Source: an optimization exercise on an open RTL-to-GDS flow (aim: small area, a short achievable clock period and few clock cycles per item). Production flows keep margins and buffers that such runs may drop. In this exercise RTL edits were held to simulation tests only and were not proved equivalent to the original.

Design stripe_recover, start of the top module:
module stripe_recover (
    input  wire         clk,
    input  wire         rst,
    input  wire         cfg_valid,
    output wire         cfg_ready,
    input  wire [4:0]   cfg_k,
    input  wire [1:0]   cfg_m,
    input  wire [18:0]  cfg_avail,
    input  wire         in_valid,
    output wire         in_ready,
    input  wire [151:0] in_data,
    output wire         out_valid,
    input  wire         out_ready,
    output wire         out_ok,
    output wire [127:0] out_data
);
    function [7:0] gf_mul;
        input [7:0] a;
        input [7:0] b;
        reg   [7:0] x, acc;
        integer     t;
        begin
            x   = a;
            acc = 8'h00;
            for (t = 0; t < 8; t = t + 1) begin
                if (b[t])
                    acc = acc ^ x;
                x = {x[6:0], 1'b0} ^ (x[7] ? 8'h1D : 8'h00);
            end
            gf_mul = acc;
        end
    endfunction
    function [7:0] gf_mulc;
        input [7:0] a;
        input integer e;
        reg   [7:0] x;
        integer     t;
        begin
            x = a;
            for (t = 0; t < e; t = t + 1)
                x = {x[6:0], 1'b0} ^ (x[7] ? 8'h1D : 8'h00);
            gf_mulc = x;
        end
    endfunction
    function [7:0] gf_zech;
        input [3:0] n;
        begin
            case (n)
            4'd0: gf_zech = 8'h00;
            4'd1: gf_zech = 8'h19;
            4'd2: gf_zech = 8'h32;
            4'd3: gf_zech = 8'hDF;
            4'd4: gf_zech = 8'h64;
  ...
For scale: ~320 I/O pins, roughly 38000 µm² of cells after synthesis.
clock: 14.0 ns
lec_check: 0
cap_margin: 20
core_margin: 2
core_utilization: 40
cts_buf_list: sky130_fd_sc_hd__clkbuf_4
gpl_timing_driven: 0
slew_margin: 20
standard.sh (not shown) runs the stock make flow with config.mk's settings and CLKGATE_MAP_FILE= SYNTH_SCRIPT=/design/flow/synth_recipe.tcl, a recipe that flattens the netlist after the stock synthesis.
==> flow/flow/run.sh <==
#!/bin/bash
set -euo pipefail
bash standard.sh SETUP_SLACK_MARGIN=8.0 "BUFFER_PORTS_ARGS=-buffer_cell sky130_fd_sc_hd__buf_1" finish > flow_make.log 2>&1
Testbench counts at the start, summed over its fixed seeds: cycles 6,399, items 6,144.
==> next run, changes <==
Settings changed: CTS_BUF_LIST sky130_fd_sc_hd__clkbuf_4 to sky130_fd_sc_hd__clkbuf_8, CTS_CLUSTER_DIAMETER set to 60, CTS_CLUSTER_SIZE set to 14, GPL_TIMING_DRIVEN 0 to not set, PLACE_DENSITY set to 0.8.
What happened: Final cell count shrinks by 5.2%. Clock-buffer cell count shrinks by 103. Area after synthesis stays the same. Maximum frequency grows by 1.0%. Via count shrinks by 2.1%. Worst setup slack gains 63 ps. Wire length shrinks by 3.5%. Cell area shrinks by 3.6%.
==> next run, changes <==
Settings changed: CTS_BUF_LIST sky130_fd_sc_hd__clkbuf_8 to sky130_fd_sc_hd__clkbuf_4, CTS_CLUSTER_DIAMETER 60 to not set, CTS_CLUSTER_SIZE 14 to not set, PLACE_DENSITY 0.8 to not set.
Outcome: Core utilization is higher by 0.56 points. Cell area goes up by 1.3%. Setup slack stays flat.

========
build 36:
Another version of the RTL of stripe_recover (not shown whole).
For scale: ~4500 cells after synthesis, about 0.038 mm² of cells after synthesis.
Settings: LEC_CHECK=0, CAP_MARGIN=20, CORE_MARGIN=2, CORE_UTILIZATION=40, SLEW_MARGIN=20; clock period 14.0 ns.
==> flow/flow/run.sh <==
#!/bin/bash
set -euo pipefail
bash standard.sh SETUP_SLACK_MARGIN=8.0 "BUFFER_PORTS_ARGS=-buffer_cell sky130_fd_sc_hd__buf_2" finish > flow_make.log 2>&1
Testbench counts of build 36, summed over its fixed seeds: cycles 6,544, items 6,144.
#### Input delta (build 35 over build 36)
# build 36
export LEC_CHECK = 0
export CAP_MARGIN = 20
export CORE_MARGIN = 2
export CORE_UTILIZATION = 40
export SLEW_MARGIN = 20
create_clock -name core_clock -period 14.0 [get_ports {clk}]
# build 35
export LEC_CHECK = 0
export CAP_MARGIN = 20
export CORE_MARGIN = 2
export CORE_UTILIZATION = 60
export SLEW_MARGIN = 20
create_clock -name core_clock -period 14.0 [get_ports {clk}]
==> flow/flow/run.sh <==
#!/bin/bash
set -euo pipefail
bash standard.sh SETUP_SLACK_MARGIN=8.0 finish > flow_make.log 2>&1
--- outcome ---
Between build 35 and build 36, it is build 35 whose upper clock frequency limit is higher, by about 0.5%.
Taking build 36 as the reference point, the global-route wire length before repair of build 35 falls by 9900 µm.
Edits applied to the flow inputs when going from build 35 to build 44:
# build 35
export LEC_CHECK = 0
export CAP_MARGIN = 20
export CORE_MARGIN = 2
export CORE_UTILIZATION = 60
export SLEW_MARGIN = 20
create_clock -name core_clock -period 14.0 [get_ports {clk}]
# build 44
export LEC_CHECK = 0
export CAP_MARGIN = 20
export CORE_MARGIN = 2
export CORE_UTILIZATION = 40
export SLEW_MARGIN = 20
create_clock -name core_clock -period 14.0 [get_ports {clk}]
==> flow/flow/run.sh <==
#!/bin/bash
set -euo pipefail
bash standard.sh SETUP_SLACK_MARGIN=8.0 "BUFFER_PORTS_ARGS=-buffer_cell sky130_fd_sc_hd__buf_1" finish > flow_make.log 2>&1
==> notes.md <==
No stage failed in build 44, and the final checks on the layout all came back clean.
Build 44 vs build 35: slack of the worst reg-to-reg path up
Per the comparison of build 44 with build 35, routed wire length shows an increase of 5.9%; routed length on met2 moved up.
Build 44 vs build 35: layout filler cell count up by more than half
Per the comparison of build 44 with build 35, pin count of the biggest net entering global routing went down; fraction of area in registers went up.
Compared build 44 vs build 35, and inserted tap cell count is up in build 44.
[inputs] build 80 vs build 44
==> flow/flow/run.sh <==
#!/bin/bash
set -euo pipefail
bash standard.sh SETUP_SLACK_MARGIN=8.0 finish > flow_make.log 2>&1
## What came out
Setup slack delta (build 80 − build 44): favourable
Delta (build 80 minus build 44): number of cells traversed by the worst register-to-register path went down by 5; flip-flop and latch share of the layout cell area went down by 1.2 points; final period utilization went down by 0.42 points.
Summary: with build 44 as the reference, number of CTS-inserted buffers in build 80 moved up by a few percent.
Build 80 vs build 44: portion of the layout cell area used by non-clock buffers up
Between build 44 and build 80, estimated wirelength of the detail-placed design increased.
Status: die area parity (build 80, build 44)

## port drivers added, routing unchanged
Ports are ideal in the flow. The routed layouts listed here were re-timed in OpenROAD. Step 1, drivers: a clkbuf_16 drives clk and a buf_2 each remaining input, both assumed. Step 2 also shifts input and output timing later by t, the mid clock arrival at the registers, as if the neighbouring blocks saw the same clock. a / b / c = ideal / step 1 / step 2; a / b = the first two.
| run | shift t [ns] | setup slack, ns | worst hold slack (ns) | clock arrival spread, ns | worst slew at a driven data input, ns |
|---|---|---|---|---|---|
| the first run of note 1 | 1.007 | 7.908 / 7.908 / 7.244 | 0.520 / 0.520 / 0.520 | 0.091 / 0.091 | 0.13 |
| the second run of note 1 | 0.756 | 7.970 / 7.931 / 7.563 | 0.502 / 0.502 / 0.502 | 0.060 / 0.061 | 0.07 |
| the third run of note 1 | 1.012 | 7.970 / 7.938 / 7.450 | 0.527 / 0.527 / 0.527 | 0.101 / 0.102 | 0.07 |
| build 36 | 0.681 | 7.785 / 7.742 / 7.575 | 0.434 / 0.434 / 0.434 | 0.063 / 0.063 | 0.09 |
| build 35 | 0.680 | 7.815 / 7.780 / 7.446 | 0.453 / 0.453 / 0.453 | 0.073 / 0.072 | 0.09 |
| build 44 | 0.669 | 7.794 / 7.763 / 7.580 | 0.439 / 0.439 / 0.439 | 0.048 / 0.048 | 0.12 |
| build 80 | 0.685 | 7.853 / 7.818 / 7.475 | 0.478 / 0.478 / 0.478 | 0.047 / 0.047 | 0.09 |
After both steps every run listed still meets setup and hold. The setup slack of the first run of note 1, which loses most, moves by 0.000 ns with the drivers and by -0.664 ns with both steps.
